This is an optimization exercise on Yosys and OpenROAD, whose aim is small area and a short achievable clock period, not a production implementation. Function was checked by simulation only, so behaviour that the tests miss may differ from the original. Power figures rest on the tool's default switching activity, not on a simulated workload.

Setup of rev 12:
Design omt_pe_tile, start of the top module:
module omt_pe_tile (
    input  wire         clk,
    input  wire         rst,
    input  wire         cmd_valid,
    input  wire [1:0]   cmd_op,
    input  wire [3:0]   a_addr,
    input  wire [3:0]   b_addr,
    input  wire [3:0]   w_addr,
    input  wire [2:0]   b_src,
    input  wire [1:0]   k_src,
    input  wire [7:0]   tt_r,
    input  wire [7:0]   tt_c,
    input  wire [2:0]   dest,
    input  wire         carry_en,
    input  wire         mask_mode,
    input  wire [1:0]   bcn_req,
    input  wire [7:0]   edge_mode,     
    input  wire [15:0]  b_const,
    input  wire [4:0]   plane_sel,
    input  wire [63:0]  plane_wdata,
    output reg          rd_valid,
    output reg  [63:0]  rd_data,
    output wire         bcn_valid,
    output wire         bcn_or,
    output wire [6:0]   bcn_count,
    output wire [5:0]   bcn_first,
    output wire         bcn_none
);
    localparam ROWS = 8;
    localparam COLS = 8;
    localparam NPE  = ROWS * COLS;
    wire v      = cmd_valid & ~rst;
    wire exec   = v && (cmd_op == 2'd0);
    wire pwrite = v && (cmd_op == 2'd1);
    wire pread  = v && (cmd_op == 2'd2);
    wire [4:0] a_row = pread ? plane_sel : {1'b0, a_addr};
    reg         rst_c, exec_c, pwrite_c, pread_c, bcn_c, mask_c, carry_c;
    reg  [3:0]  w_addr_c;
    reg  [2:0]  dest_c, b_src_c;
  ...
==> module omt_pe, before the edit <==
module omt_pe (
    input  wire        clk,
    input  wire [15:0] asel,        
    input  wire [15:0] bsel,        
    input  wire        fwd_a,       
    input  wire        fwd_b,
    input  wire        pwrite_a,    
    input  wire        wbit,        
    input  wire        rst_b,       
    input  wire        use_w,       
    input  wire [15:0] wmem_n,      
    input  wire [20:16] pw_n,       
    input  wire        wc_n,        
    input  wire        wm_n,        
    input  wire        wf_n,        
    input  wire        wx_n,
    input  wire        wy_n,
    input  wire        mask_mode,
    input  wire        rsel_k,      
    input  wire        rsel_m,      
    input  wire [3:0]  ksel,        
    input  wire        sel_own,     
    input  wire        sel_n,       
    input  wire        sel_e,
    input  wire        sel_s,
    input  wire        sel_w,
    input  wire        bconst,      
    input  wire [7:0]  tt_r,
    input  wire [7:0]  tt_c,
    input  wire        src_n,       
    input  wire        src_e,
    input  wire        src_s,
    input  wire        src_w,
    output reg         b_raw,
    output wire        rbit,
    output wire        f_out,
    output wire        m_out
);
    reg [15:0] mem;
    reg c_r, m_r, f_r, x_r, y_r;
    reg a_raw;
    wire dw;
    wire wr_en;    
    wire rd_a = |(asel & mem);
    wire rd_b = |(bsel & mem);
    always @(posedge clk) begin
        a_raw <= pwrite_a ? wbit : (fwd_a & wr_en) ? dw : rd_a;
        b_raw <= (fwd_b & wr_en) ? dw : rd_b;
    end
    wire b_bit = (sel_own & b_raw) | (sel_n & src_n) | (sel_e & src_e) |
                 (sel_s & src_s) | (sel_w & src_w) | bconst;
    wire k_bit = (ksel[0] & c_r) | (ksel[1] & f_r) | (ksel[2] & x_r) |
                 (ksel[3] & y_r);
    wire [3:0] tr_a = a_raw ? tt_r[7:4] : tt_r[3:0];
    wire [3:0] tc_a = a_raw ? tt_c[7:4] : tt_c[3:0];
    wire [1:0] bk   = {b_bit, k_bit};
    wire r  = tr_a[bk];
    wire g  = tc_a[bk];
    wire en = mask_mode | m_r;
    assign wr_en = en | use_w;
    assign dw = use_w ? a_raw : r;
    wire dc = use_w ? a_raw : g;
    wire dm = rst_b | (use_w ? a_raw : r);
    integer j;
    always @(posedge clk) begin
        for (j = 0; j < 16; j = j + 1)
            if (!wmem_n[j] & wr_en)
                mem[j] <= dw;
        if (!(pw_n[16] & (wc_n | ~en))) c_r <= dc;
        if (!(pw_n[17] & wm_n))          m_r <= dm;
        if (!(pw_n[18] & (wf_n | ~en))) f_r <= dw;
        if (!(pw_n[19] & (wx_n | ~en))) x_r <= dw;
        if (!(pw_n[20] & (wy_n | ~en))) y_r <= dw;
    end
    assign rbit = a_raw | (rsel_k & k_bit) | (rsel_m & m_r);
    assign f_out = f_r;
    assign m_out = m_r;
endmodule
clock: 8.0 ns
lec_check: 0
cap_margin: 35
core_margin: 2
core_utilization: 30
cts_cluster_diameter: 90
cts_cluster_size: 24
place_density: 0.45
setup_slack_margin: 4.95
slew_margin: 20
standard.sh (not shown) runs the stock make flow with config.mk's settings and CLKGATE_MAP_FILE= SYNTH_SCRIPT=/design/flow/synth_recipe.tcl, a recipe that flattens the netlist after the stock synthesis.
==> flow/flow/run.sh <==
#!/bin/bash
# Layout flow: the standard ORFS flow (standard.sh), with two changes to
# how the layout is made:
#  - synthesis maps the logic with an area-oriented ABC script
#    (flow/abc_area_nf.script) in place of ORFS's abc_speed.script; the
#    rest of the synthesis (registers included) is the standard one;
#  - ports are buffered with sky130_fd_sc_hd__buf_1 (resized later by the
#    timing repair where needed).
# Each tool's output is in the ORFS logs under orfs/logs/; make's own output
# is in flow_make.log.
set -euo pipefail
W=$(pwd)
rm -rf "$W/flow_scripts"
cp -r "$FLOW_HOME/scripts" "$W/flow_scripts"
cp "$W/flow/abc_area_nf.script" "$W/flow_scripts/abc_speed.script"
bash "$W/standard.sh" SCRIPTS_DIR="$W/flow_scripts" \
    BUFFER_PORTS_ARGS="-buffer_cell sky130_fd_sc_hd__buf_1" finish \
    > "$W/flow_make.log" 2>&1
==> flow/flow/abc_area_nf.script <==
&get -n
&st
&dch -f
&nf -R 1000 -a
&put
Rev 12: PASS, flow complete, no timing, DRC or antenna violations
diff inputs: rev 12 => rev 13
-- flow/design.v --
<<< rev 12, line 52
    wire k_bit = (ksel[0] & c_r) | (ksel[1] & f_r) | (ksel[2] & x_r) |
                 (ksel[3] & y_r);
    wire [3:0] tr_a = a_raw ? tt_r[7:4] : tt_r[3:0];
    wire [3:0] tc_a = a_raw ? tt_c[7:4] : tt_c[3:0];
    wire [1:0] bk   = {b_bit, k_bit};
    wire r  = tr_a[bk];
    wire g  = tc_a[bk];
    wire en = mask_mode | m_r;
    assign wr_en = en | use_w;
>>> rev 13, line 52
    wire k_bit = (ksel[0] & c_r) | (ksel[1] & f_r) | (ksel[2] & x_r) |
                 (ksel[3] & y_r);
    wire [2:0] idx = {a_raw, b_bit, k_bit};
    wire r  = tt_r[idx];
    wire g  = tt_c[idx];
    wire en = mask_mode | m_r;
    assign wr_en = en | use_w;
--- outcome ---
On sequential cell count, rev 12 tracks rev 13 almost exactly. Between rev 13 and rev 12, the initial core utilization does not differ in any meaningful way. Compared with rev 12, area used by multi-input combinational logic in rev 13 decreased slightly. Between rev 13 and rev 12, the difference in clock edge transition at the registers on the reported setup and hold paths is negligible. Between rev 13 and rev 12, the number of synthesized flops with an enable pin figures differ only marginally. In rev 13 the number of buffers inserted during clock tree synthesis turned out 1 lower than in rev 12. Against rev 12, setup slack in rev 13 came out worse. Diff rev 12 -> rev 13: combinational share of power shows an increase of 0.9 points; minimum clock period climbed 24 ps.

==> re-timing with driven ports <==
How much do the figures lean on ideal ports? The routed layouts below were timed once more, with nothing changed but the port constraints.
Step 1 (the two cells are an assumption about what drives the block):
set clk [get_ports {clk}]
set_driving_cell -lib_cell sky130_fd_sc_hd__clkbuf_16 $clk
set_driving_cell -lib_cell sky130_fd_sc_hd__buf_2 [delete_from_list [all_inputs] $clk]
Step 2 times the ports against the registers' clock, not the clock port: input delays grow and output delays shrink by t, the midpoint of the rising clock arrivals with the driver on.
Three values: ideal, step 1, step 2; two values: the first two.
run | shift t [ns] | setup WS [ns] | worst register clock-pin slew, ns
rev 12 | 1.042 | 4.822 / 4.822 / 4.321 | 0.11 / 0.11
rev 13 | 1.032 | 4.797 / 4.797 / 4.451 | 0.11 / 0.11
After both steps setup and hold are still met in every run listed. For rev 12, which loses most, drivers alone change the setup slack by 0.000 ns; drivers and shift together by -0.501 ns.
